From an optimization exercise on the open Yosys and OpenROAD flow, aimed at small area, a short achievable clock period and few clock cycles per item; shortcuts taken in it are not production practice.
At most, simulation tests tie the RTL to the original design; equivalence was not proved.
The RTL of runs 1 and 2 was laid out without a check of its function.
Power is estimated from default activity; no workload was simulated.

**flow/run.sh**
```bash
#!/bin/bash
# synth_recipe.tcl (not shown) runs the flow's synth.tcl, then flattens the netlist and writes it again
# the make line also repeats each setting of config.mk as NAME=value (left out here)
make -C /OpenROAD-flow-scripts/flow DESIGN_CONFIG=/design/flow/config.mk WORK_HOME=/design/flow/orfs CLKGATE_MAP_FILE= SYNTH_SCRIPT=/design/flow/synth_recipe.tcl finish
```
**flow/design.v**
```verilog
module cmp_decoder (
    input  wire        clk,
    input  wire        rst,         
    input  wire [1:0]  cfg_fmt,     
    input  wire [1:0]  cfg_type,    
    input  wire        cfg_pred,
    input  wire [2:0]  cfg_e,
    input  wire [15:0] cfg_npix,
    input  wire [15:0] cfg_len,
    input  wire        in_valid,
    output reg         in_ready,
    input  wire [31:0] in_data,
    output reg         out_valid,
    input  wire        out_ready,
    output wire [15:0] out_pix,
    output wire        out_last,
    output wire [31:0] res_crc,
    output wire        res_err
);
    localparam [31:0] CRC_POLY = 32'h82F6_3B78;    
    function [31:0] crc_g16;
        input [15:0] x;
        integer i;
        reg [31:0] cc;
        begin
            cc = 32'd0;
            for (i = 0; i < 16; i = i + 1)
                cc = (cc[0] ^ x[i]) ? ((cc >> 1) ^ CRC_POLY) : (cc >> 1);
            crc_g16 = cc;
        end
    endfunction
    reg  [1:0]  fmt_r;
    reg  [1:0]  type_r;
    reg         pred_r;
    reg  [2:0]  e_r;
    reg  [1:0]  lpad;         
    wire raw = (type_r == 2'd1);
    wire bnd = (type_r == 2'd3);
    wire b10 = (fmt_r == 2'd0);
    wire b12 = (fmt_r == 2'd1);
    wire [4:0]  b    = b10 ? 5'd10 : b12 ? 5'd12 : 5'd16;
    wire [15:0] maxv = b10 ? 16'h03FF : b12 ? 16'h0FFF : 16'hFFFF;
    reg         busy;         
    reg  [13:0] wl;           
    reg  [13:0] pl;           
    reg  [1:0]  idx;          
    reg  [31:0] w0, w1, w2;   
    reg  [1:0]  nw;           
    reg  [4:0]  o;            
    reg  [21:0] a_r [0:3];
    reg  [5:0]  n_r [0:3];
    reg  [1:0]  cc;           
    reg         perr;         
    reg         pv;
    reg  [15:0] pm;
    reg  [1:0]  pidx;
    reg         plast;
    reg         perr_o;
    reg  [15:0] h1, h2;
    reg         rv;           
    reg         rlast, rerr, rfirst;
    reg         done;         
    reg  [31:0] crc;
    reg  [2:0]  cb;           
    assign out_pix  = h1;
    assign out_last = rlast;
    assign res_err  = rerr;
    assign res_crc  = ~crc;
    wire deliver = out_valid && out_ready;
    wire adv     = !rv || deliver;
    wire [39:0] win = ({w2, w1, w0} >> o);
    reg  [4:0] q;             
    integer qi;
    always @(*) begin
        q = 5'd24;
        for (qi = 23; qi >= 0; qi = qi - 1)
            if (!win[qi]) q = qi[4:0];
    end
    wire [21:0] a_c = a_r[cc];
    wire [5:0]  n_c = n_r[cc];
    reg  [16:0] lt;           
    reg  [21:0] zlo;          
    reg  [22:0] zhi;          
    integer kj;
    always @(*) begin
        zlo[0] = 1'b1;
        for (kj = 1; kj < 22; kj = kj + 1) zlo[kj] = zlo[kj-1] & !a_c[kj-1];
        zhi[22] = 1'b1;
        for (kj = 21; kj >= 0; kj = kj - 1) zhi[kj] = zhi[kj+1] & !a_c[kj];
        for (kj = 0; kj < 17; kj = kj + 1)
            lt[kj] = !(zhi[kj+6] && ((a_c[kj +: 6] < n_c) ||
                                     ((a_c[kj +: 6] == n_c) && zlo[kj])));
    end
    wire [4:0] k = {lt[15],
                    lt[7] & !lt[15],
                    (lt[3] & !lt[7]) | (lt[11] & !lt[15]),
                    (lt[1] & !lt[3]) | (lt[5] & !lt[7]) | (lt[9] & !lt[11]) | (lt[13] & !lt[15]),
                    (lt[0] & !lt[1]) | (lt[2] & !lt[3]) | (lt[4] & !lt[5]) | (lt[6] & !lt[7]) |
                    (lt[8] & !lt[9]) | (lt[10] & !lt[11]) | (lt[12] & !lt[13]) | (lt[14] & !lt[15]) |
                    (lt[16] & !lt[15])};
    wire        esc   = (q == 5'd24);
    wire [39:0] after = win >> (q + 5'd1);
    wire [15:0] kmask = ~(16'hFFFF << k);
    wire [15:0] mc    = ({11'd0, q} << k) | (after[15:0] & kmask);
    wire [15:0] mraw  = win[15:0] & maxv;
    wire [15:0] mesc  = win[39:24] & maxv;
    wire [15:0] m     = raw ? mraw : esc ? mesc : mc;
    wire [5:0]  dlen  = raw ? {1'b0, b} : esc ? (6'd24 + {1'b0, b})
                                              : ({1'b0, q} + 6'd1 + {1'b0, k});
    wire [6:0]  avail  = {nw, 5'd0} - {2'd0, o};
    wire        can    = (nw == 2'd3) || ((nw == 2'd2) && (o <= 5'd24)) || (wl == 14'd0);
    wire        dec    = busy && (pl != 14'd0) && adv && can;
    wire signed [7:0] availp = $signed({1'b0, avail}) - $signed({3'd0, lpad, 3'd0});
    wire        over   = (wl == 14'd0) && ($signed({2'd0, dlen}) > availp);
    wire [6:0]  pos  = {2'd0, o} + {1'b0, dlen};
    wire [1:0]  wc   = dec ? pos[6:5] : 2'd0;
    wire [22:0] a_sum = {1'b0, a_c} + {7'd0, m};
    wire        halve = (n_c == 6'd63);
    wire [1:0]  cls = (m == 16'd0) ? 2'd0 : (m <= 16'd2) ? 2'd1 : (m <= 16'd14) ? 2'd2 : 2'd3;
    wire acc   = in_valid && in_ready;
    wire first = acc && !busy;
    wire store = acc && busy && (pl != 14'd0);
    wire [31:0] v0 = (store && nw == 2'd0) ? in_data : w0;
    wire [31:0] v1 = (store && nw == 2'd1) ? in_data : w1;
    wire [31:0] v2 = (store && nw == 2'd2) ? in_data : w2;
    wire [1:0]  nw_ins = nw + {1'b0, store};
    wire [1:0]  nw_nxt = (wc >= nw_ins) ? 2'd0 : nw_ins - wc;
    wire [13:0] wl_nxt = first ? (cfg_len[15:2] + {13'd0, cfg_len[1:0] != 2'd0} - 14'd1)
                               : (acc ? wl - 14'd1 : wl);
    wire [13:0] pl_nxt = first ? cfg_npix[13:0] : (dec ? pl - 14'd1 : pl);
    wire        busy_nxt = first || (busy && !((wl_nxt == 14'd0) && (pl_nxt == 14'd0)));
    wire        rfst   = (pidx == 2'd0);
    wire [15:0] half   = b10 ? 16'h0200 : b12 ? 16'h0800 : 16'h8000;
    wire [15:0] p      = rfst ? half : (pred_r && pidx[1]) ? h2 : h1;
    wire [16:0] ev     = {pm[0], pm[0], pm[15:1] ^ {15{pm[0]}}};    
    wire [3:0]  wmul   = {e_r, 1'b1};                         
    wire signed [21:0] ew = $signed(ev) * $signed({1'b0, wmul});
    wire signed [21:0] hb = $signed({6'd0, p}) + ew;
    wire [15:0] hc     = (p + ev[15:0]) & maxv;
    wire [15:0] hbc    = hb[21] ? 16'd0 : (hb > $signed({6'd0, maxv})) ? maxv : hb[15:0];
    wire [15:0] hnew   = raw ? pm : bnd ? hbc : hc;
    wire [31:0] crc_in = rfirst ? 32'hFFFF_FFFF : crc;
    wire [2:0]  cb_in  = rfirst ? 3'd0 : cb;
    wire [2:0]  cb_nx  = cb_in + b[2:0];
    wire [2:0]  pad    = 3'd0 - cb_nx;
    wire [4:0]  wv     = b + (rlast ? {2'd0, pad} : 5'd0);
    wire [15:0] ymask  = ~(16'hFFFF << wv);
    wire [15:0] y      = (crc_in[15:0] ^ h1) & ymask;
    wire [15:0] ysh    = y << (5'd16 - wv);
    wire [31:0] crc_hi = crc_in >> wv;
    wire [31:0] crc_nx = crc_hi ^ crc_g16(ysh);
    wire        fin    = rv && rlast && !done;
    wire        crc_en = (deliver && !rlast) || fin;
    wire rv_nxt    = adv ? pv : rv;
    wire rlast_nxt = (adv && pv) ? plast : rlast;
    wire done_nxt  = (adv && pv) ? 1'b0 : (done || fin);
    wire out_valid_nxt = rv_nxt && (!rlast_nxt || done_nxt);
    wire pv_nxt    = adv ? dec : pv;
    wire ready_free = !pv_nxt && (!rv_nxt || (rlast_nxt && done_nxt));
    integer j;
    always @(posedge clk) begin
        if (rst) begin
            busy      <= 1'b0;
            in_ready  <= 1'b0;
            pv        <= 1'b0;
            rv        <= 1'b0;
            out_valid <= 1'b0;
            done      <= 1'b0;
        end else begin
            busy <= busy_nxt;
            wl   <= wl_nxt;
            pl   <= pl_nxt;
            if (first) begin
                fmt_r  <= cfg_fmt;
                type_r <= cfg_type;
                pred_r <= cfg_pred;
                e_r    <= cfg_e;
                lpad   <= 2'd0 - cfg_len[1:0];
                w0     <= in_data;
                w1     <= 32'd0;
                w2     <= 32'd0;
                nw     <= 2'd1;
                o      <= 5'd0;
                idx    <= 2'd0;
                cc     <= 2'd0;
                perr   <= 1'b0;
                for (j = 0; j < 4; j = j + 1) begin
                    a_r[j] <= 22'd4;
                    n_r[j] <= 6'd1;
                end
            end else begin
                w0 <= (wc == 2'd0) ? v0 : (wc == 2'd1) ? v1 : v2;
                w1 <= (wc == 2'd0) ? v1 : (wc == 2'd1) ? v2 : 32'd0;
                w2 <= (wc == 2'd0) ? v2 : 32'd0;
                nw <= nw_nxt;
                if (dec) begin
                    o    <= pos[4:0];
                    idx  <= idx + {1'b0, !idx[1]};
                    perr <= perr || over;
                    if (!raw) begin
                        cc <= cls;
                        if (halve) begin
                            a_r[cc] <= a_sum[22:1];
                            n_r[cc] <= 6'd32;
                        end else begin
                            a_r[cc] <= a_sum[21:0];
                            n_r[cc] <= n_c + 6'd1;
                        end
                    end
                end
            end
            if (adv) begin
                pv <= dec;
                if (dec) begin
                    pm     <= m;
                    pidx   <= idx;
                    plast  <= (pl == 14'd1);
                    perr_o <= perr || over;
                end
            end
            in_ready <= busy_nxt ? ((wl_nxt != 14'd0) && ((pl_nxt == 14'd0) || (nw_nxt != 2'd3)))
                                 : ready_free;
            if (adv) begin
                rv <= pv;
                if (pv) begin
                    h1     <= hnew;
                    h2     <= h1;
                    rlast  <= plast;
                    rerr   <= perr_o;
                    rfirst <= (pidx == 2'd0);
                    done   <= 1'b0;
                end
            end
            if (crc_en) begin
                crc <= crc_nx;
                cb  <= cb_nx;
            end
            if (fin) done <= 1'b1;
            out_valid <= out_valid_nxt;
        end
    end
endmodule
```
**flow/config.mk**
```make
export PLATFORM = sky130hd
export DESIGN_NAME = cmp_decoder
export DESIGN_NICKNAME = cmp_decoder
export VERILOG_FILES = /design/flow/design.v
export SDC_FILE = /design/flow/constraint.sdc
export NUM_CORES = 4
export LEC_CHECK = 0
export CAP_MARGIN = 20
export CORE_MARGIN = 2
export CORE_UTILIZATION = 40
export SLEW_MARGIN = 20
```
**flow/constraint.sdc**
```tcl
create_clock -name core_clock -period 24.0 [get_ports {clk}]
set_input_delay 4.8000 -clock core_clock [delete_from_list [all_inputs] [get_ports {clk}]]
set_output_delay 4.8000 -clock core_clock [all_outputs]
set_load 0.01 [all_outputs]
```
==> impl_metrics.toml, run 1 <==
[die]
rows = 112
die_w_um = 310
die_area_um2 = 96200
core_um2 = 93200
die_height_um = 310
initial_core_util_pct = 40.2
pin_count = 128

[synth]
syn-num-nets = 4473
ys_seq_area_share_pct = 28.3
ys_warn_count = 1
syn_inst = 4122
ys_types = 118
synth_enable_flop_cells = 348
synth.avg_cell_area_um2 = 9.10
yosysTopAreaCellShare_pct = 27.9
synth_seq_cells = 356
synth_area_leader_cell = "edfxtp_1"
post-synth-top-count-cell = "nor2_1"
synth_area_leaders = "edfxtp_1 (28%), ha_1 (7.3%), mux2i_1 (7.0%)"
ys_top_cells_by_count = "nor2_1 (417), nand2_1 (364), edfxtp_1 (348)"
async_reset_ff_share_pct = 0
syn_area_um2 = 37500
ys.flop_type = "edfxtp_1"

[critical_path]
cp-end-kind = "register"
crit_required_ns = 24.28
cpMaxStageDelayCell = "nor2_1"
crit_type = "reg2reg"
worstPathArrival_ns = 13.65
startpoint = "o[3]$_SDFFCE_PP0P_"
cp_max_fo = 55
cpMostUsedCell = "o21ai_0"
reg2reg_from = "o[3]$_SDFFCE_PP0P_"
start_kind = "register"
max_stage_delay_ns = 0.82

[drt]
wl_um = 123000
vias = 33007
firstDrtPassIters = 8
wl_per_cell_um = 22.8
drc = 0
drt-initial-drc-count = 3803
vias_per_cell = 6.11
ant_nets = 0

[cells_and_area]
final_layout_size_suffix_gt1_share_pct = 9.07
final_net_count = 4464
num_antenna_cells = 0
area_delta_synth_final_pct = 9.85

[place]
place.gp.congestion = 0.975
io_buffers = 125
pre_cts_slack_ns = 11.11
place_hpwl_um = 90200

[power]
p_int_uw = 2250
ir_worst_vdd_mv = 0.0764
switching_share_pct = 46.8
clkPwrFrac_pct = 16.0
combPwrFrac_pct = 63.5
p_sw_uw = 1980
pwr-share-seq_pct = 20.5
power.leakage_uw = 0.0160
p_per_area_nw_per_um2 = 102

[clock_tree]
insertion_delay_ns = 0.61
cts_max_level = 2
cts_resized = 0
cts_tree = "yes"
cts_buffers = 43
clock-sinks = 356
cts.clk_slew.worst_paths_ns = 0.06
clk_path_buf_depth = 3
post_cts_buffers = 0
cts_hold_buf = 0
clockRootBuffer = "clkbuf_16"

[timing]
grt_setup_unrepaired = "false"
fmax_ghz = 0.0748
timing.final.ws_setup_ns = 10.62
slew_headroom_pct = 25.2
period_share_pct = 55.7
layout_min_cycle_time_ns = 13.38
timing.setup.tns_ns = 0
worst_pin_slew_ns = 1.11
final_hold_viol_count = 0
slew_violations = 0
setup_viol = 0
skew_ns = 0.0218

[outcome]
outcome = "finished clean"

[global_routing]
grt_pass1_wl_um = 189000
grt_overflow = 0
antenna_found_initial = 0
grt_max_degree = 123
first_global_vias = 31066
grtUsageTotal_pct = 25.3

[worst_hold_path]
hp-start = "perr_o$_DFFE_PP_"
hold_class = "reg2reg"

[flow_run]
maxCapViolations = 0
[metal layers]
metal / vias to the layer above / track usage (%) / routed length, µm
met5: - / 0 / 0
met4: 0 / 9.39 / 4630
met3: 259 / 3.34 / 9230
met2: 1486 / 39.8 / 55200
met1: 15952 / 35.4 / 54200
li1: 15310 / - / -
[registers in the layout (all words and copies together), names as in the netlist, 3 cells and up, named ones only]
signal,flops
h2,16
pl,14
h1,16
cb,3
w1,32
w2,32
pm,16
w0,32
e_r,3
crc,32
wl,14
a_r,88
n_r,24
o,5
[worst paths after layout]
| path | cells after the start | endpoint | slack (ns) |
|---|---|---|---|
| max | 40 | a_r[0][20]$_SDFFCE_PN0P_ | 10.62 |
| min | 0 | rerr$_DFFE_PP_ | 0.41 |
| max reg2reg | 40 | a_r[0][20]$_SDFFCE_PN0P_ | 10.62 |
| min reg2reg | 0 | rerr$_DFFE_PP_ | 0.41 |
[layout by cell type (no fill, tap or decap), types with 18 or more instances in the layout]
| master | instances |
|---|---|
| mux2_2 | 63 |
| a31oi_1 | 33 |
| a2111oi_0 | 19 |
| clkbuf_16 | 44 |
| xnor2_1 | 170 |
| o21ai_0 | 200 |
| o22ai_1 | 108 |
| nor2b_1 | 44 |
| a21oi_1 | 206 |
| a211oi_1 | 37 |
| a21o_1 | 44 |
| nand3_1 | 91 |
| or3_1 | 44 |
| edfxtp_1 | 348 |
| clkdlybuf4s50_1 | 125 |
| o21a_1 | 38 |
| nand4_1 | 26 |
| nor4_1 | 21 |
| o211ai_1 | 47 |
| buf_4 | 70 |
| a22oi_1 | 19 |
| mux4_2 | 94 |
| nand2b_1 | 30 |
| a311oi_1 | 18 |
| mux2i_1 | 262 |
| xor2_1 | 96 |
| nor3_1 | 94 |
| nand2_1 | 360 |
| and2_1 | 62 |
| nor2_1 | 412 |
| ha_1 | 219 |
| fa_1 | 55 |
| and3_1 | 27 |
| inv_1 | 219 |
[power by group through the flow]
stage	registers, µW	clock network, µW	logic (µW)
CTS	863	691	2640
global route	869	711	2900
detailed placement	876	0	2620
finish	864	676	2680
global placement	874	0	2620
floorplan	851	0	1930
[layout make-up]
type / instances / area (µm²)
clock buffers: 55 / 1150
repair buffers: 196 / 1800
inverters: 226 / 851
well taps: 1254 / 1570
multi-input cells: 3290 / 24900
clock inverters: 23 / 279
flip-flops and latches: 356 / 10600
fillers: 9105 / 52000
[stage by stage]
| stage | std cells | hold WS [ns] | total power [µW] | instance area, µm² | utilization, % |
|---|---|---|---|---|---|
| final | 5400 | 0.414 | 4220 | 41200 | 44.2 |
| after CTS | 5400 | 0.416 | 4190 | 41200 | 44.2 |
| after global placement | 5322 | 0.405 | 3500 | 39800 | 42.7 |
| after global routing | 5400 | 0.419 | 4480 | 41200 | 44.2 |
| after floorplan | 4122 | 0.400 | 2780 | 37500 | - |
| after detailed placement | 5322 | 0.417 | 3500 | 39800 | 42.7 |
[cell families after synthesis]
kind of cell | count (synthesis) | synth area share [%]
AO/OA/AOI/OAI | 1002 | 18.0
XOR/XNOR | 274 | 6.56
adder cells (fa/ha/maj) | 275 | 10.3
buffers and inverters | 476 | 5.44
flip-flops | 356 | 28.3
multiplexers | 426 | 14.9
AND/OR/NAND/NOR | 1313 | 16.6
[worst max-delay path: cells and delay by family, from the launching register on]
kind | cells | cell delay (ns)
compound gates | 20 | 5.16
simple gates | 7 | 2.82
buf+inv | 7 | 2.07
fa+ha+maj | 3 | 1.10
mux | 2 | 0.97
xor+xnor | 1 | 0.49
flops | 1 | 0.36
==> run 2: changes to the inputs <==
--- a/flow/design.v
+++ b/flow/design.v
@@ -47,9 +47,13 @@
     reg  [31:0] w0, w1, w2;   
     reg  [1:0]  nw;           
     reg  [4:0]  o;            
+    reg  [39:0] win;          
+    reg         win_ok;       
     reg  [21:0] a_r [0:3];
     reg  [5:0]  n_r [0:3];
     reg  [1:0]  cc;           
+    reg  [21:0] a_s;          
+    reg  [5:0]  n_s;
     reg         perr;         
     reg         pv;
     reg  [15:0] pm;
@@ -68,7 +72,6 @@
     assign res_crc  = ~crc;
     wire deliver = out_valid && out_ready;
     wire adv     = !rv || deliver;
-    wire [39:0] win = ({w2, w1, w0} >> o);
     reg  [4:0] q;             
     integer qi;
     always @(*) begin
@@ -76,8 +79,8 @@
         for (qi = 23; qi >= 0; qi = qi - 1)
             if (!win[qi]) q = qi[4:0];
     end
-    wire [21:0] a_c = a_r[cc];
-    wire [5:0]  n_c = n_r[cc];
+    wire [21:0] a_c = a_s;
+    wire [5:0]  n_c = n_s;
     reg  [16:0] lt;           
     reg  [21:0] zlo;          
     reg  [22:0] zhi;          
@@ -108,14 +111,19 @@
     wire [5:0]  dlen  = raw ? {1'b0, b} : esc ? (6'd24 + {1'b0, b})
                                               : ({1'b0, q} + 6'd1 + {1'b0, k});
     wire [6:0]  avail  = {nw, 5'd0} - {2'd0, o};
-    wire        can    = (nw == 2'd3) || ((nw == 2'd2) && (o <= 5'd24)) || (wl == 14'd0);
-    wire        dec    = busy && (pl != 14'd0) && adv && can;
+    wire        dec    = busy && (pl != 14'd0) && adv && win_ok;
     wire signed [7:0] availp = $signed({1'b0, avail}) - $signed({3'd0, lpad, 3'd0});
     wire        over   = (wl == 14'd0) && ($signed({2'd0, dlen}) > availp);
     wire [6:0]  pos  = {2'd0, o} + {1'b0, dlen};
     wire [1:0]  wc   = dec ? pos[6:5] : 2'd0;
+    wire [6:0]  shamt  = win_ok ? pos : {2'd0, o};
+    wire [39:0] win_nx = {w2, w1, w0} >> shamt;
+    wire        fits   = (wl == 14'd0) ||
+                         ((nw == 2'd3) && (shamt <= 7'd56)) || ((nw == 2'd2) && (shamt <= 7'd24));
     wire [22:0] a_sum = {1'b0, a_c} + {7'd0, m};
     wire        halve = (n_c == 6'd63);
+    wire [21:0] a_upd = halve ? a_sum[22:1] : a_sum[21:0];
+    wire [5:0]  n_upd = halve ? 6'd32 : n_c + 6'd1;
     wire [1:0]  cls = (m == 16'd0) ? 2'd0 : (m <= 16'd2) ? 2'd1 : (m <= 16'd14) ? 2'd2 : 2'd3;
     wire acc   = in_valid && in_ready;
     wire first = acc && !busy;
@@ -132,13 +140,13 @@
     wire        rfst   = (pidx == 2'd0);
     wire [15:0] half   = b10 ? 16'h0200 : b12 ? 16'h0800 : 16'h8000;
     wire [15:0] p      = rfst ? half : (pred_r && pidx[1]) ? h2 : h1;
-    wire [16:0] ev     = {pm[0], pm[0], pm[15:1] ^ {15{pm[0]}}};    
-    wire [3:0]  wmul   = {e_r, 1'b1};                         
-    wire signed [21:0] ew = $signed(ev) * $signed({1'b0, wmul});
-    wire signed [21:0] hb = $signed({6'd0, p}) + ew;
-    wire [15:0] hc     = (p + ev[15:0]) & maxv;
-    wire [15:0] hbc    = hb[21] ? 16'd0 : (hb > $signed({6'd0, maxv})) ? maxv : hb[15:0];
-    wire [15:0] hnew   = raw ? pm : bnd ? hbc : hc;
+    wire [20:0] ev     = {{6{pm[0]}}, pm[15:1] ^ {15{pm[0]}}};    
+    wire [2:0]  ee     = bnd ? e_r : 3'd0;                       
+    wire [20:0] hb     = {5'd0, p} + ev + (ee[0] ? {ev[19:0], 1'b0} : 21'd0)
+                         + (ee[1] ? {ev[18:0], 2'b0} : 21'd0) + (ee[2] ? {ev[17:0], 3'b0} : 21'd0);
+    wire        ovf    = !hb[20] && |(hb[19:0] & ~{4'd0, maxv});
+    wire [15:0] hbc    = !bnd ? (hb[15:0] & maxv) : hb[20] ? 16'd0 : ovf ? maxv : hb[15:0];
+    wire [15:0] hnew   = raw ? pm : hbc;
     wire [31:0] crc_in = rfirst ? 32'hFFFF_FFFF : crc;
     wire [2:0]  cb_in  = rfirst ? 3'd0 : cb;
     wire [2:0]  cb_nx  = cb_in + b[2:0];
@@ -181,6 +189,9 @@
                 w2     <= 32'd0;
                 nw     <= 2'd1;
                 o      <= 5'd0;
+                win_ok <= 1'b0;
+                a_s    <= 22'd4;
+                n_s    <= 6'd1;
                 idx    <= 2'd0;
                 cc     <= 2'd0;
                 perr   <= 1'b0;
@@ -193,19 +204,20 @@
                 w1 <= (wc == 2'd0) ? v1 : (wc == 2'd1) ? v2 : 32'd0;
                 w2 <= (wc == 2'd0) ? v2 : 32'd0;
                 nw <= nw_nxt;
+                if (dec || !win_ok) begin
+                    win    <= win_nx;
+                    win_ok <= fits;
+                end
                 if (dec) begin
                     o    <= pos[4:0];
                     idx  <= idx + {1'b0, !idx[1]};
                     perr <= perr || over;
                     if (!raw) begin
-                        cc <= cls;
-                        if (halve) begin
-                            a_r[cc] <= a_sum[22:1];
-                            n_r[cc] <= 6'd32;
-                        end else begin
-                            a_r[cc] <= a_sum[21:0];
-                            n_r[cc] <= n_c + 6'd1;
-                        end
+                        cc      <= cls;
+                        a_r[cc] <= a_upd;
+                        n_r[cc] <= n_upd;
+                        a_s     <= (cls == cc) ? a_upd : a_r[cls];
+                        n_s     <= (cls == cc) ? n_upd : n_r[cls];
                     end
                 end
             end
==> run 2 against run 1 <==
  * Highest routed layer unchanged
  * Largest power group unchanged
  * Count of clock-buffer cells in the layout up 10
  * Die area rose by 6.1%
  * Clock power up 15%
  * Clock skew grew 0.018 ns
  * Sequential share of layout area up 3.0 points
  * Wire length is 1.3% higher
  * Critical path depth decreased by 7
  * Cell area grew 6.6%
  * Fmax up 27%
  * Global-route usage is 1.5 points lower
==> impl_metrics.toml, run 2 <==
[power]
pwr-share-seq_pct = 21.8
combPwrFrac_pct = 63.0
p_per_area_nw_per_um2 = 117
switching_share_pct = 47.1
power.leakage_uw = 0.0168
p_int_uw = 2720
p_sw_uw = 2420
ir_worst_vdd_mv = 0.131
clkPwrFrac_pct = 15.1
power_uw = 5140

[drt]
ant_nets = 0
wl_per_cell_um = 21.8
firstDrtPassIters = 6
vias_per_cell = 5.99
drt-initial-drc-count = 3245
wl_um = 125000
drc = 0
vias = 34250

[place]
place.gp.congestion = 0.962
io_buffers = 125
dpl_cell_area_um2 = 42200
post-place-cells = 5616
place_hpwl_um = 92000

[die]
die_height_um = 320
die_w_um = 320
die_area_um2 = 102000
rows = 115
initial_core_util_pct = 40.4
core_um2 = 98600
pin_count = 128

[synth]
ys_seq_area_share_pct = 31.7
synth_seq_cells = 423
syn-num-nets = 4727
syn_area_um2 = 39800
synth_area_leaders = "edfxtp_1 (31%), mux2i_1 (12%), ha_1 (6.1%)"
ys_top_cells_by_count = "mux2i_1 (477), nand2_1 (459), nor2_1 (435)"
ys_warn_count = 1
yosysTopAreaCellShare_pct = 31.4
post-synth-top-count-cell = "mux2i_1"
synth_enable_flop_cells = 417
async_reset_ff_share_pct = 0
synth_area_leader_cell = "edfxtp_1"
ys_types = 114
ys.flop_type = "edfxtp_1"
syn_inst = 4418
synth.avg_cell_area_um2 = 9.01

[clock_tree]
cts_hold_buf = 0
cts.clk_slew.worst_paths_ns = 0.06
insertion_delay_ns = 0.66
cts_max_level = 2
clockRootBuffer = "clkbuf_16"
clk_path_buf_depth = 3
cts_tree = "yes"
post_cts_buffers = 0
cts_buffers = 51
cts_resized = 0
clock-sinks = 423

[global_routing]
grt_max_degree = 83
first_global_vias = 32623
antenna_found_initial = 1
grt_overflow = 0
grtUsageTotal_pct = 23.8
grt_pass1_wl_um = 193000

[cells_and_area]
fin_cells = 5715
final_common_cell = "mux2i_1"
largest_register = "a_r"
final_net_count = 4693
area_delta_synth_final_pct = 10.3
largest_register_ffs = 88
final_cell_mix = "mux2i_1 (476), nand2_1 (456), nor2_1 (428), edfxtp_1 (417), o21ai_0 (264)"
fin_area_um2 = 43900
final_layout_size_suffix_gt1_share_pct = 8.07
top_regs = "a_r (88), win (40)"

[critical_path]
cp_max_fo = 41
cp-end-kind = "register"
crit_type = "reg2reg"
worstPathArrival_ns = 11.01
startpoint = "win[15]$_DFFE_PP_"
crit_required_ns = 24.47
reg2reg_from = "win[15]$_DFFE_PP_"
cpMaxStageDelayCell = "a31oi_1"
cpMostUsedCell = "a21oi_1"
start_kind = "register"
max_stage_delay_ns = 0.88

[timing]
slew_violations = 0
grt_setup_unrepaired = "false"
worst_pin_slew_ns = 1.13
layout_min_cycle_time_ns = 10.53
timing.setup.tns_ns = 0
final_hold_viol_count = 0
fmax_ghz = 0.0949
period_share_pct = 43.9
skew_ns = 0.0397
setup_viol = 0
slew_headroom_pct = 23.9

[outcome]
outcome = "finished clean"

[flow_run]
maxCapViolations = 0

[worst_hold_path]
hp-start = "perr_o$_DFFE_PP_"
hold_class = "reg2reg"
## run 2: changes by cell type in the layout (fill, tap and decap cells not counted), sizes merged, moves of 36 or more
cell	change
and2	-36
o21ai	+71
edfxtp	+69
nand2	+95
mux2i	+215
o22ai	-44
mux4	-57
## run 2: cell type report
class                      count  area (µm²)
sequential                   423       12600
tap                         1287        1610
fill                        9492       54600
antenna                        2        5.00
timing repair buffer         195        1800
inverter                     215         810
clock inverter                30         260
clock buffer                  65        1380
multi-input combinational   3498       25400
## run 2: cells by family (layout without fill, tap and decap cells)
kind of cell             count (synthesis)  after routing  share of synthesized area [%]
buffers and inverters                  497            505                           5.02
XOR/XNOR                               270            270                           6.09
flip-flops                             423            423                           31.7
multiplexers                           598            598                           16.6
adder cells (fa/ha/maj)                234            234                           8.10
other                                    0              2                              0
AND/OR/NAND/NOR                       1395           1395                           16.1
AO/OA/AOI/OAI                         1001           1001                           16.4
## run 2: final timing paths
| path | slack, ns | depth (start not counted) | end |
|---|---|---|---|
| max reg2reg | 13.47 | 33 | a_s[16]$_SDFFCE_PP0P_ |
| max | 13.47 | 33 | a_s[16]$_SDFFCE_PP0P_ |
| min | 0.42 | 0 | rerr$_DFFE_PP_ |
| min reg2reg | 0.42 | 0 | rerr$_DFFE_PP_ |
## run 2: power by group through the flow
stage / Clock (µW) / Combinational [µW] / Sequential [µW]
global route: 818 / 3510 / 1130
global placement: 0 / 3150 / 1130
finish: 778 / 3240 / 1120
CTS: 793 / 3180 / 1110
detailed placement: 0 / 3170 / 1130
floorplan: 0 / 2400 / 1050
## run 2: worst max-delay path, delay by kind of cell (launching register included)
kind            cells  cell delay [ns]
fa+ha+maj           2             0.61
simple gates        7             2.00
mux                 1             0.36
xor+xnor            1             0.20
buf+inv             4             1.56
flops               1             0.62
compound gates     18             4.95
## run 2: metal layers
layer  global-route usage, %  wire length [µm]  up-vias
li1                        -                 -    16205
met1                    33.2             56400    16644
met2                    38.4             57100     1196
met3                    3.30              8020      205
met4                    6.53              3400        0
met5                       0                 0        -
## run 2: through the flow
| stage | util, % | setup WS, ns | hold WS, ns |
|---|---|---|---|
| final | 44.6 | 13.47 | 0.423 |
| after global routing | 44.5 | 12.68 | 0.443 |
| after CTS | 44.5 | 13.74 | 0.425 |
| after detailed placement | 42.8 | 13.79 | 0.410 |
| after global placement | 42.8 | 13.72 | 0.403 |
| after floorplan | - | 14.82 | 0.400 |
==> run 3: changes to the inputs <==
--- a/flow/design.v
+++ b/flow/design.v
@@ -27,6 +27,38 @@
             for (i = 0; i < 16; i = i + 1)
                 cc = (cc[0] ^ x[i]) ? ((cc >> 1) ^ CRC_POLY) : (cc >> 1);
             crc_g16 = cc;
+        end
+    endfunction
+    function [22:0] add22;
+        input [21:0] x, y;
+        integer i, d;
+        reg [21:0] g, p, t;
+        begin
+            g = x & y;
+            p = x ^ y;
+            t = p;
+            for (d = 1; d < 22; d = d * 2)
+                for (i = 21; i >= d; i = i - 1) begin
+                    g[i] = g[i] | (t[i] & g[i-d]);
+                    t[i] = t[i] & t[i-d];
+                end
+            add22 = {g[21], p ^ {g[20:0], 1'b0}};
+        end
+    endfunction
+    function [6:0] add7;
+        input [6:0] x, y;
+        integer i, d;
+        reg [6:0] g, p, t;
+        begin
+            g = x & y;
+            p = x ^ y;
+            t = p;
+            for (d = 1; d < 7; d = d * 2)
+                for (i = 6; i >= d; i = i - 1) begin
+                    g[i] = g[i] | (t[i] & g[i-d]);
+                    t[i] = t[i] & t[i-d];
+                end
+            add7 = p ^ {g[5:0], 1'b0};
         end
     endfunction
     reg  [1:0]  fmt_r;
@@ -102,7 +134,7 @@
                     (lt[8] & !lt[9]) | (lt[10] & !lt[11]) | (lt[12] & !lt[13]) | (lt[14] & !lt[15]) |
                     (lt[16] & !lt[15])};
     wire        esc   = (q == 5'd24);
-    wire [39:0] after = win >> (q + 5'd1);
+    wire [38:0] after = win[39:1] >> q;
     wire [15:0] kmask = ~(16'hFFFF << k);
     wire [15:0] mc    = ({11'd0, q} << k) | (after[15:0] & kmask);
     wire [15:0] mraw  = win[15:0] & maxv;
@@ -110,17 +142,18 @@
     wire [15:0] m     = raw ? mraw : esc ? mesc : mc;
     wire [5:0]  dlen  = raw ? {1'b0, b} : esc ? (6'd24 + {1'b0, b})
                                               : ({1'b0, q} + 6'd1 + {1'b0, k});
+    wire [6:0]  base  = {2'd0, o} + (raw ? {2'd0, b} : esc ? (7'd24 + {2'd0, b}) : ({2'd0, q} + 7'd1));
+    wire [6:0]  pos   = add7(base, (raw || esc) ? 7'd0 : {2'd0, k});
     wire [6:0]  avail  = {nw, 5'd0} - {2'd0, o};
     wire        dec    = busy && (pl != 14'd0) && adv && win_ok;
     wire signed [7:0] availp = $signed({1'b0, avail}) - $signed({3'd0, lpad, 3'd0});
     wire        over   = (wl == 14'd0) && ($signed({2'd0, dlen}) > availp);
-    wire [6:0]  pos  = {2'd0, o} + {1'b0, dlen};
     wire [1:0]  wc   = dec ? pos[6:5] : 2'd0;
     wire [6:0]  shamt  = win_ok ? pos : {2'd0, o};
     wire [39:0] win_nx = {w2, w1, w0} >> shamt;
     wire        fits   = (wl == 14'd0) ||
                          ((nw == 2'd3) && (shamt <= 7'd56)) || ((nw == 2'd2) && (shamt <= 7'd24));
-    wire [22:0] a_sum = {1'b0, a_c} + {7'd0, m};
+    wire [22:0] a_sum = add22(a_c, {6'd0, m});
     wire        halve = (n_c == 6'd63);
     wire [21:0] a_upd = halve ? a_sum[22:1] : a_sum[21:0];
     wire [5:0]  n_upd = halve ? 6'd32 : n_c + 6'd1;
@@ -133,10 +166,10 @@
     wire [31:0] v2 = (store && nw == 2'd2) ? in_data : w2;
     wire [1:0]  nw_ins = nw + {1'b0, store};
     wire [1:0]  nw_nxt = (wc >= nw_ins) ? 2'd0 : nw_ins - wc;
-    wire [13:0] wl_nxt = first ? (cfg_len[15:2] + {13'd0, cfg_len[1:0] != 2'd0} - 14'd1)
-                               : (acc ? wl - 14'd1 : wl);
-    wire [13:0] pl_nxt = first ? cfg_npix[13:0] : (dec ? pl - 14'd1 : pl);
-    wire        busy_nxt = first || (busy && !((wl_nxt == 14'd0) && (pl_nxt == 14'd0)));
+    wire        len_le4   = (cfg_len[15:3] == 13'd0) && !(cfg_len[2] && (cfg_len[1:0] != 2'd0));
+    wire        wl_nxt_nz = acc ? (wl != 14'd1) : (wl != 14'd0);
+    wire        pl_nxt_nz = dec ? (pl != 14'd1) : (pl != 14'd0);
+    wire        busy_nxt  = first || (busy && (wl_nxt_nz || pl_nxt_nz));
     wire        rfst   = (pidx == 2'd0);
     wire [15:0] half   = b10 ? 16'h0200 : b12 ? 16'h0800 : 16'h8000;
     wire [15:0] p      = rfst ? half : (pred_r && pidx[1]) ? h2 : h1;
@@ -176,18 +209,20 @@
             done      <= 1'b0;
         end else begin
             busy <= busy_nxt;
-            wl   <= wl_nxt;
-            pl   <= pl_nxt;
-            if (first) begin
-                fmt_r  <= cfg_fmt;
-                type_r <= cfg_type;
-                pred_r <= cfg_pred;
-                e_r    <= cfg_e;
-                lpad   <= 2'd0 - cfg_len[1:0];
+            if (!busy) begin
+                if (in_ready) begin
+                    fmt_r  <= cfg_fmt;
+                    type_r <= cfg_type;
+                    pred_r <= cfg_pred;
+                    e_r    <= cfg_e;
+                    lpad   <= 2'd0 - cfg_len[1:0];
+                    wl     <= cfg_len[15:2] + {13'd0, cfg_len[1:0] != 2'd0} - 14'd1;
+                    pl     <= cfg_npix[13:0];
+                end
                 w0     <= in_data;
                 w1     <= 32'd0;
                 w2     <= 32'd0;
-                nw     <= 2'd1;
+                nw     <= {1'b0, first};
                 o      <= 5'd0;
                 win_ok <= 1'b0;
                 a_s    <= 22'd4;
@@ -200,6 +235,8 @@
                     n_r[j] <= 6'd1;
                 end
             end else begin
+                if (acc) wl <= wl - 14'd1;
+                if (dec) pl <= pl - 14'd1;
                 w0 <= (wc == 2'd0) ? v0 : (wc == 2'd1) ? v1 : v2;
                 w1 <= (wc == 2'd0) ? v1 : (wc == 2'd1) ? v2 : 32'd0;
                 w2 <= (wc == 2'd0) ? v2 : 32'd0;
@@ -230,8 +267,8 @@
                     perr_o <= perr || over;
                 end
             end
-            in_ready <= busy_nxt ? ((wl_nxt != 14'd0) && ((pl_nxt == 14'd0) || (nw_nxt != 2'd3)))
-                                 : ready_free;
+            in_ready <= !busy ? (first ? !len_le4 : ready_free)
+                              : (busy_nxt && wl_nxt_nz && (!pl_nxt_nz || (nw_nxt != 2'd3)));
             if (adv) begin
                 rv <= pv;
                 if (pv) begin
==> run 3 against run 2 <==
  * Sequential cell count unchanged
  * Clock skew decreased by 0.014 ns
  * Non-clock buffer count increased by 9
  * Sequential share of layout area increased by 0.20 points
  * Clock power decreased by 2.7%
  * Sequential power decreased by 11%
  * Power decreased by 31%
  * Combinational power decreased by 45%
==> impl_metrics.toml, run 3 <==
[synth]
ys_top_cells_by_count = "mux2i_1 (555), nand2_1 (430), edfxtp_1 (417)"
synth_seq_cells = 423
synth_area_leaders = "edfxtp_1 (32%), mux2i_1 (14%), ha_1 (6.4%)"
ys_types = 118
ys_warn_count = 1
synth.avg_cell_area_um2 = 9.09
syn-num-nets = 4664
synth_enable_flop_cells = 417
synth_area_leader_cell = "edfxtp_1"
ys_seq_area_share_pct = 32.0
syn_area_um2 = 39500
ys.flop_type = "edfxtp_1"
async_reset_ff_share_pct = 0
yosysTopAreaCellShare_pct = 31.7
syn_inst = 4346
post-synth-top-count-cell = "mux2i_1"

[die]
die_w_um = 318
pin_count = 128
initial_core_util_pct = 40.2
die_area_um2 = 101000
die_height_um = 318
core_um2 = 98100
rows = 115

[timing]
slew_violations = 0
timing.setup.tns_ns = 0
fmax_ghz = 0.113
setup_viol = 0
skew_ns = 0.0253
period_share_pct = 36.9
fin_hold_ws_ns = 0.433
grt_setup_unrepaired = "false"
worst_pin_slew_ns = 1.08
final_hold_viol_count = 0
slew_headroom_pct = 28.1
layout_min_cycle_time_ns = 8.86
timing.final.ws_setup_ns = 15.14

[drt]
wl_um = 131000
vias = 34018
ant_nets = 0
firstDrtPassIters = 8
vias_per_cell = 6.01
drt-initial-drc-count = 3445
wl_per_cell_um = 23.1
drc = 0

[clock_tree]
cts_max_level = 2
clockRootBuffer = "clkbuf_16"
clk_path_buf_depth = 3
insertion_delay_ns = 0.65
clock-sinks = 423
cts_hold_buf = 0
cts_resized = 0
post_cts_buffers = 0
cts.clk_slew.worst_paths_ns = 0.06
cts_buffers = 51
cts_tree = "yes"

[critical_path]
cp_top_family = "compound AO/OA/AOI/OAI gates"
max_stage_delay_ns = 0.68
rr_endpoint = "a_s[20]$_SDFFCE_PN0P_"
cp_max_fo = 19
r2r_setup_slack_ns = 15.14
critPathBufInv = 4
crit_type = "reg2reg"
cp-end-kind = "register"
worstPathArrival_ns = 9.35
crit_required_ns = 24.49
cpMaxStageDelayCell = "inv_1"
rr_worst_depth = 32
start_kind = "register"
reg2reg_from = "n_s[4]$_SDFFCE_PN0P_"

[cells_and_area]
multi_input_area_um2 = 25000
num_antenna_cells = 0
final-seq-area_um2 = 12600
largest_register_ffs = 88
area_delta_synth_final_pct = 10.5
n_fill_cell = 9496
largest_register = "a_r"
final_common_cell = "mux2i_1"
final_cell_mix = "mux2i_1 (551), nand2_1 (425), edfxtp_1 (417), nor2_1 (394)"
final_layout_size_suffix_gt1_share_pct = 6.58
final_net_count = 4654
top_regs = "a_r (88), win (40)"

[power]
power_uw = 3540
p_per_area_nw_per_um2 = 81.2
ir_worst_vdd_mv = 0.0694
power.leakage_uw = 0.0177

[place]
place.gp.congestion = 0.976
place_hpwl_um = 96600
io_buffers = 125
pre_cts_slack_ns = 15.36

[global_routing]
antenna_found_initial = 1
grt_overflow = 0
grtUsageTotal_pct = 25.2
first_global_vias = 32829
grt_pass1_wl_um = 201000
grt_max_degree = 85

[flow_run]
maxCapViolations = 0

[worst_hold_path]
holdPathEnd = "rerr$_DFFE_PP_"
hp-start = "perr_o$_DFFE_PP_"
hold_class = "reg2reg"
min_path_cells = 0

[outcome]
outcome = "finished clean"
-- run 3: changes by cell type after synthesis, sizes merged, moves of 23 or more --
cell   delta
mux2     -52
a221o    +29
nor2     -33
mux4     -29
a21oi    +30
inv      +23
mux2i    +78
nand2    -29
o21ai    -35
-- run 3: how the worst max path moves through the flow --
stage	cells after the start	slack [ns]	startpoint	end
after global placement	10	15.35	out_ready	n_r[1][4]$_SDFFCE_PN0P_
after CTS	32	15.31	n_s[2]$_SDFFCE_PN0P_	a_s[20]$_SDFFCE_PN0P_
final	32	15.14	n_s[4]$_SDFFCE_PN0P_	a_s[20]$_SDFFCE_PN0P_
after global routing	32	14.63	n_s[4]$_SDFFCE_PN0P_	a_r[2][20]$_SDFFCE_PN0P_
after detailed placement	13	15.36	out_ready	a_s[1]$_SDFFCE_PN0P_
after floorplan	4	15.32	out_ready	win[0]$_DFFE_PP_
-- run 3: layout make-up --
class / instances / share of cell area, %
clock buffer: 58 / 2.99
tap: 1287 / 3.69
inverter: 239 / 2.06
clock inverter: 34 / 0.723
sequential: 423 / 29.0
multi-input combinational: 3417 / 57.3
timing repair buffer: 204 / 4.23
-- run 3: worst reg2reg max path, delay by kind of cell, from the launching register on --
kind	cells	cell delay, ns
AOI/OAI and AO/OA	12	3.11
adders and majority gates	4	1.45
buffers and inverters	4	1.56
DFF	1	0.43
muxes	1	0.14
and+or+nand+nor	11	2.02
-- run 3: per-stage QoR --
stage	cells	utilization, %	cell area (µm²)
6_report	5662	44.5	43600
5_1_grt	5662	44.5	43600
4_1_cts	5662	44.5	43600
3_5_place_dp	5570	42.8	42000
3_3_place_gp	5570	42.8	42000
2_1_floorplan	4346	-	39500
-- run 3: cell families (layout without fill, tap and decap cells) --
family,Yosys count,after routing,share of synthesized area (%)
mux,595,595,15.6
compound gates,1001,1001,16.9
flops,423,423,32.0
fa+ha+maj,243,243,8.47
buf+inv,506,535,5.03
xor+xnor,275,275,6.83
simple gates,1303,1303,15.2
-- run 3: where the power goes --
group	switching (µW)	leakage (µW)	total, µW	internal, µW
clock network	332	0.000778	757	425
registers	57.4	0.00406	997	940
logic	1080	0.0129	1790	710
total	1470	0.0177	3540	2080
-- run 3: layer usage --
layer / vias to the layer above / global-route usage, % / part of all wire, %
met1: 16578 / 35.7 / 45
li1: 15947 / - / -
met4: 2 / 6.81 / 2.6
met2: 1270 / 40.4 / 45
met3: 221 / 3.09 / 6.7
met5: - / 0 / 0.0054
Testbench counts of run 3, summed over its fixed seeds: cycles 140,575, pixels 137,713.
==> run 4: changes to the inputs <==
--- a/flow/design.v
+++ b/flow/design.v
@@ -92,6 +92,11 @@
     reg  [1:0]  pidx;
     reg         plast;
     reg         perr_o;
+    reg         qv;
+    reg  [15:0] qm;
+    reg  [1:0]  qidx;
+    reg         qlast;
+    reg         qerr;
     reg  [15:0] h1, h2;
     reg         rv;           
     reg         rlast, rerr, rfirst;
@@ -145,7 +150,8 @@
     wire [6:0]  base  = {2'd0, o} + (raw ? {2'd0, b} : esc ? (7'd24 + {2'd0, b}) : ({2'd0, q} + 7'd1));
     wire [6:0]  pos   = add7(base, (raw || esc) ? 7'd0 : {2'd0, k});
     wire [6:0]  avail  = {nw, 5'd0} - {2'd0, o};
-    wire        dec    = busy && (pl != 14'd0) && adv && win_ok;
+    wire        dec    = busy && (pl != 14'd0) && !qv && win_ok;
+    wire        pop    = adv && pv;
     wire signed [7:0] availp = $signed({1'b0, avail}) - $signed({3'd0, lpad, 3'd0});
     wire        over   = (wl == 14'd0) && ($signed({2'd0, dlen}) > availp);
     wire [1:0]  wc   = dec ? pos[6:5] : 2'd0;
@@ -193,10 +199,10 @@
     wire        fin    = rv && rlast && !done;
     wire        crc_en = (deliver && !rlast) || fin;
     wire rv_nxt    = adv ? pv : rv;
-    wire rlast_nxt = (adv && pv) ? plast : rlast;
-    wire done_nxt  = (adv && pv) ? 1'b0 : (done || fin);
+    wire rlast_nxt = pop ? plast : rlast;
+    wire done_nxt  = pop ? 1'b0 : (done || fin);
     wire out_valid_nxt = rv_nxt && (!rlast_nxt || done_nxt);
-    wire pv_nxt    = adv ? dec : pv;
+    wire pv_nxt    = pv ? (!pop || qv || dec) : dec;
     wire ready_free = !pv_nxt && (!rv_nxt || (rlast_nxt && done_nxt));
     integer j;
     always @(posedge clk) begin
@@ -204,6 +210,7 @@
             busy      <= 1'b0;
             in_ready  <= 1'b0;
             pv        <= 1'b0;
+            qv        <= 1'b0;
             rv        <= 1'b0;
             out_valid <= 1'b0;
             done      <= 1'b0;
@@ -258,14 +265,24 @@
                     end
                 end
             end
-            if (adv) begin
-                pv <= dec;
-                if (dec) begin
-                    pm     <= m;
-                    pidx   <= idx;
-                    plast  <= (pl == 14'd1);
-                    perr_o <= perr || over;
-                end
+            pv <= pv_nxt;
+            qv <= !pop && (qv || (dec && pv));
+            if (pop && qv) begin
+                pm     <= qm;
+                pidx   <= qidx;
+                plast  <= qlast;
+                perr_o <= qerr;
+            end else if (dec && (pop || !pv)) begin
+                pm     <= m;
+                pidx   <= idx;
+                plast  <= (pl == 14'd1);
+                perr_o <= perr || over;
+            end
+            if (dec && pv && !pop) begin
+                qm     <= m;
+                qidx   <= idx;
+                qlast  <= (pl == 14'd1);
+                qerr   <= perr || over;
             end
             in_ready <= !busy ? (first ? !len_le4 : ready_free)
                               : (busy_nxt && wl_nxt_nz && (!pl_nxt_nz || (nw_nxt != 2'd3)));
==> flow/flow/run.sh (new file) <==
#!/bin/bash
# Layout flow: the standard layout (standard.sh: ORFS from synthesis to
# the final layout, at the design's clock period and constraints) with two
# changes to how the layout is made:
#  - ADDER_MAP_FILE is empty, so synthesis leaves adders to ABC as plain
#    gates instead of extracting full/half adder cells, which ABC cannot
#    see through when it maps for delay (registers are unchanged);
#  - ORFS's setup repair over-fixes by SETUP_SLACK_MARGIN ns, so the layout
#    ends with more setup slack at the same clock period.
# make's full output goes to standard.log; ORFS's own logs stay in orfs/logs.
set -euo pipefail
export ADDER_MAP_FILE=
export SETUP_SLACK_MARGIN=18
bash standard.sh > standard.log 2>&1
==> flow/standard.sh (new file) <==
#!/bin/bash
# synth_recipe.tcl (not shown) runs the flow's synth.tcl, then flattens the netlist and writes it again
# the make line also repeats each setting of config.mk as NAME=value (left out here)
make -C /OpenROAD-flow-scripts/flow DESIGN_CONFIG=/design/flow/config.mk WORK_HOME=/design/flow/orfs CLKGATE_MAP_FILE= SYNTH_SCRIPT=/design/flow/synth_recipe.tcl "${@:-finish}"
removed: flow/run.sh
==> run 4 against run 3 <==
  * Fmax up 43%
  * Via count up 19%
  * Wire length up 18%
  * Cell area up 21%
  * Largest cell class unchanged
  * Critical path depth down 30
  * Sequential cell count up 21
  * Still clean
  * Count of clock-buffer cells in the layout up 2
  * Critical endpoint is now res_crc[12]
==> impl_metrics.toml, run 4 <==
[outcome]
outcome = "finished clean"

[synth]
ys_types = 137
ys.flop_type = "edfxtp_1"
synth_enable_flop_cells = 437
syn_area_um2 = 41000
synth_area_leaders = "edfxtp_1 (32%), mux2i_1 (13%), xnor2_1 (6.0%)"
ys_warn_count = 1
synth_seq_cells = 444
synth.avg_cell_area_um2 = 8.77
ys_seq_area_share_pct = 32.3
ys_top_cells_by_count = "mux2i_1 (530), nor2_1 (496), edfxtp_1 (437)"
syn_inst = 4675
async_reset_ff_share_pct = 0
synth_area_leader_cell = "edfxtp_1"
syn-num-nets = 4751
post-synth-top-count-cell = "mux2i_1"
yosysTopAreaCellShare_pct = 32.0

[drt]
wl_per_cell_um = 23.8
drc = 0
vias = 40428
vias_per_cell = 6.24
ant_nets = 0
wl_um = 154000
firstDrtPassIters = 8
drt-initial-drc-count = 4569

[flow_run]
maxCapViolations = 0

[clock_tree]
cts_tree = "yes"
clockRootBuffer = "clkbuf_16"
cts.clk_slew.worst_paths_ns = 0.06
cts_buffers = 53
clk_path_buf_depth = 3
insertion_delay_ns = 0.67
cts_max_level = 2
clock-sinks = 444

[critical_path]
rr_worst_depth = 24
cp_max_fo = 2
crit_required_ns = 19.20
start_kind = "register"
max_stage_delay_ns = 0.47
cp-end-kind = "output port"
cpMaxStageDelayCell = "edfxtp_1"
crit_type = "reg2out"
worstPathArrival_ns = 1.39
crit_chain = "inv_2, buf_6"

[power]
ir_worst_vdd_mv = 0.156
power.leakage_uw = 0.0203
p_per_area_nw_per_um2 = 106
power_uw = 5600

[timing]
skew_ns = 0.0517
grt_setup_unrepaired = "true"
period_share_pct = 25.8
setup_viol = 0
timing.final.ws_setup_ns = 17.81
slew_violations = 0
worst_pin_slew_ns = 1.15
slew_headroom_pct = 22.4
final_hold_viol_count = 0
fmax_ghz = 0.162
timing.setup.tns_ns = 0
layout_min_cycle_time_ns = 6.19

[cells_and_area]
top_regs = "a_r (88), win (40)"
final_net_count = 5144
fin_area_um2 = 52900
area_delta_synth_final_pct = 29.0
largest_register_ffs = 88
final_cell_mix = "nor2_1 (461), edfxtp_1 (437), buf_4 (433), mux2i_1 (408), nand2_1 (388)"
num_antenna_cells = 0
n_fill_cell = 9275
final_common_cell = "nor2_1"
final_layout_size_suffix_gt1_share_pct = 26.8
largest_register = "a_r"

[global_routing]
first_global_vias = 36444
grtUsageTotal_pct = 27.0
grt_max_degree = 80
grt_overflow = 0
antenna_found_initial = 2
grt_pass1_wl_um = 222000

[place]
dpl_cell_area_um2 = 43600
place_hpwl_um = 95800
pre_cts_slack_ns = 15.52
io_buffers = 125
place.gp.congestion = 0.952

[die]
pin_count = 128
die_height_um = 324
core_um2 = 102000
rows = 117
die_w_um = 324
initial_core_util_pct = 40.3
die_area_um2 = 105000

[worst_hold_path]
min_path_cells = 0
hold_class = "reg2reg"
run 4: changes by cell type in the layout (fill, tap and decap cells not counted), sizes merged, moves of 38 or more:
cell           change
nor2              +98
xnor2            +114
buf              +485
clkdlybuf4s50     -62
fa                -41
ha               -201
inv              -119
o211ai            +38
maj3              +56
a21oi             +63
a31oi             +40
run 4: cells by family (layout without fill, tap and decap cells):
kind of cell               after synthesis  in the layout  synth area share (%)
muxes                                  576            576                  14.7
DFF                                    444            444                  32.3
buffers and inverters                  457            879                  4.70
xor gates and xnor gates               404            404                  9.30
AOI/OAI and AO/OA                     1233           1233                  20.4
adders and majority gates               57             57                  1.44
and+or+nand+nor                       1504           1519                  17.1
run 4: worst max-delay path: cells and delay by family, from the launching register on:
family                 cells  cell delay [ns]
buffers and inverters      2             0.27
DFF                        1             0.47
run 4: path summary, 6_finish.rpt:
path	start	end	slack (ns)
setup / recovery	crc[12]$_DFFE_PP_	res_crc[12]	17.81
hold / removal	perr_o$_DFFE_PP_	rerr$_DFFE_PP_	0.44
setup reg to reg	a_s[0]$_SDFFCE_PN0P_	a_r[0][20]$_SDFFCE_PN0P_	17.87
hold reg to reg	perr_o$_DFFE_PP_	rerr$_DFFE_PP_	0.44
run 4: metal layers:
metal	routed length, µm	track usage [%]	vias to the layer above
met5	34	0	-
met1	64500	37.3	19556
li1	-	-	18293
met2	69900	42.9	2152
met4	6980	10.4	4
met3	13100	3.49	423
run 4: power by group:
part           leakage (µW)  internal [µW]  switching [µW]  total (µW)
logic                0.0152           1580            2050        3630
clock network      0.000832            450             346         796
registers           0.00423           1090            83.5        1170
run 4: per-stage QoR:
stage,instances,util (%),hold WS [ns]
global placement,5918,42.9,0.412
global route,6480,52.0,0.437
finish,6480,52.0,0.436
detailed placement,5918,42.9,0.412
floorplan,4675,-,0.400
CTS,6257,47.9,0.425
run 4: what timing repair did:
action / 4_1_cts / 5_1_grt
resized for setup: 577 / 466
endpoints found under the setup margin: 705 / 523
hold buffers: 0 / 0
buffers inserted: 223 / 200
cloned: 17 / 23
pin swaps: 73 / 126
run 4: layout make-up:
type                            count  area [µm²]  share of cell area (%)
Multi-Input combinational cell   3789       29500                    55.8
Inverter                          125         509                   0.963
Clock inverter                     39         323                   0.610
Sequential cell                   444       13300                    25.1
Tap cell                         1368        1710                    3.24
Timing Repair inverter              1        7.51                  0.0142
Clock buffer                       60        1350                    2.56
Timing Repair Buffer              654        6200                    11.7
Testbench counts of run 4, summed over its fixed seeds: cycles 140,575, pixels 137,713.

## static timing again, ports no longer ideal
Ports are ideal in the flow. The routed layouts listed here were re-timed in OpenROAD.
Step 1: set_driving_cell puts a clkbuf_16 on clk and a buf_2 on each other input, an assumption about the parent block.
Step 2 adds t to the input delays and takes it off the output delays; t is the mean of the earliest and latest rising clock arrival at the registers after step 1. Input paths then give back, and output paths get back, about the clock's delay inside the block.
a / b / c = ideal / step 1 / step 2; a / b = the first two.
run	t, ns	setup slack, ns	worst register clock-pin slew, ns	worst slew at a driven data input, ns	cell pins on the clock port's net
run 1	0.667	10.624 / 10.624 / 10.624	0.07 / 0.07	0.06	1
run 2	0.702	13.467 / 13.467 / 13.467	0.07 / 0.07	0.07	1
run 3	0.706	15.140 / 15.140 / 15.140	0.07 / 0.07	0.06	1
run 4	0.721	17.812 / 17.740 / 17.228	0.08 / 0.08	0.07	1
After both steps every run listed still meets setup and hold. For run 4, which loses most, drivers alone change the setup slack by -0.072 ns; drivers and shift together by -0.584 ns.
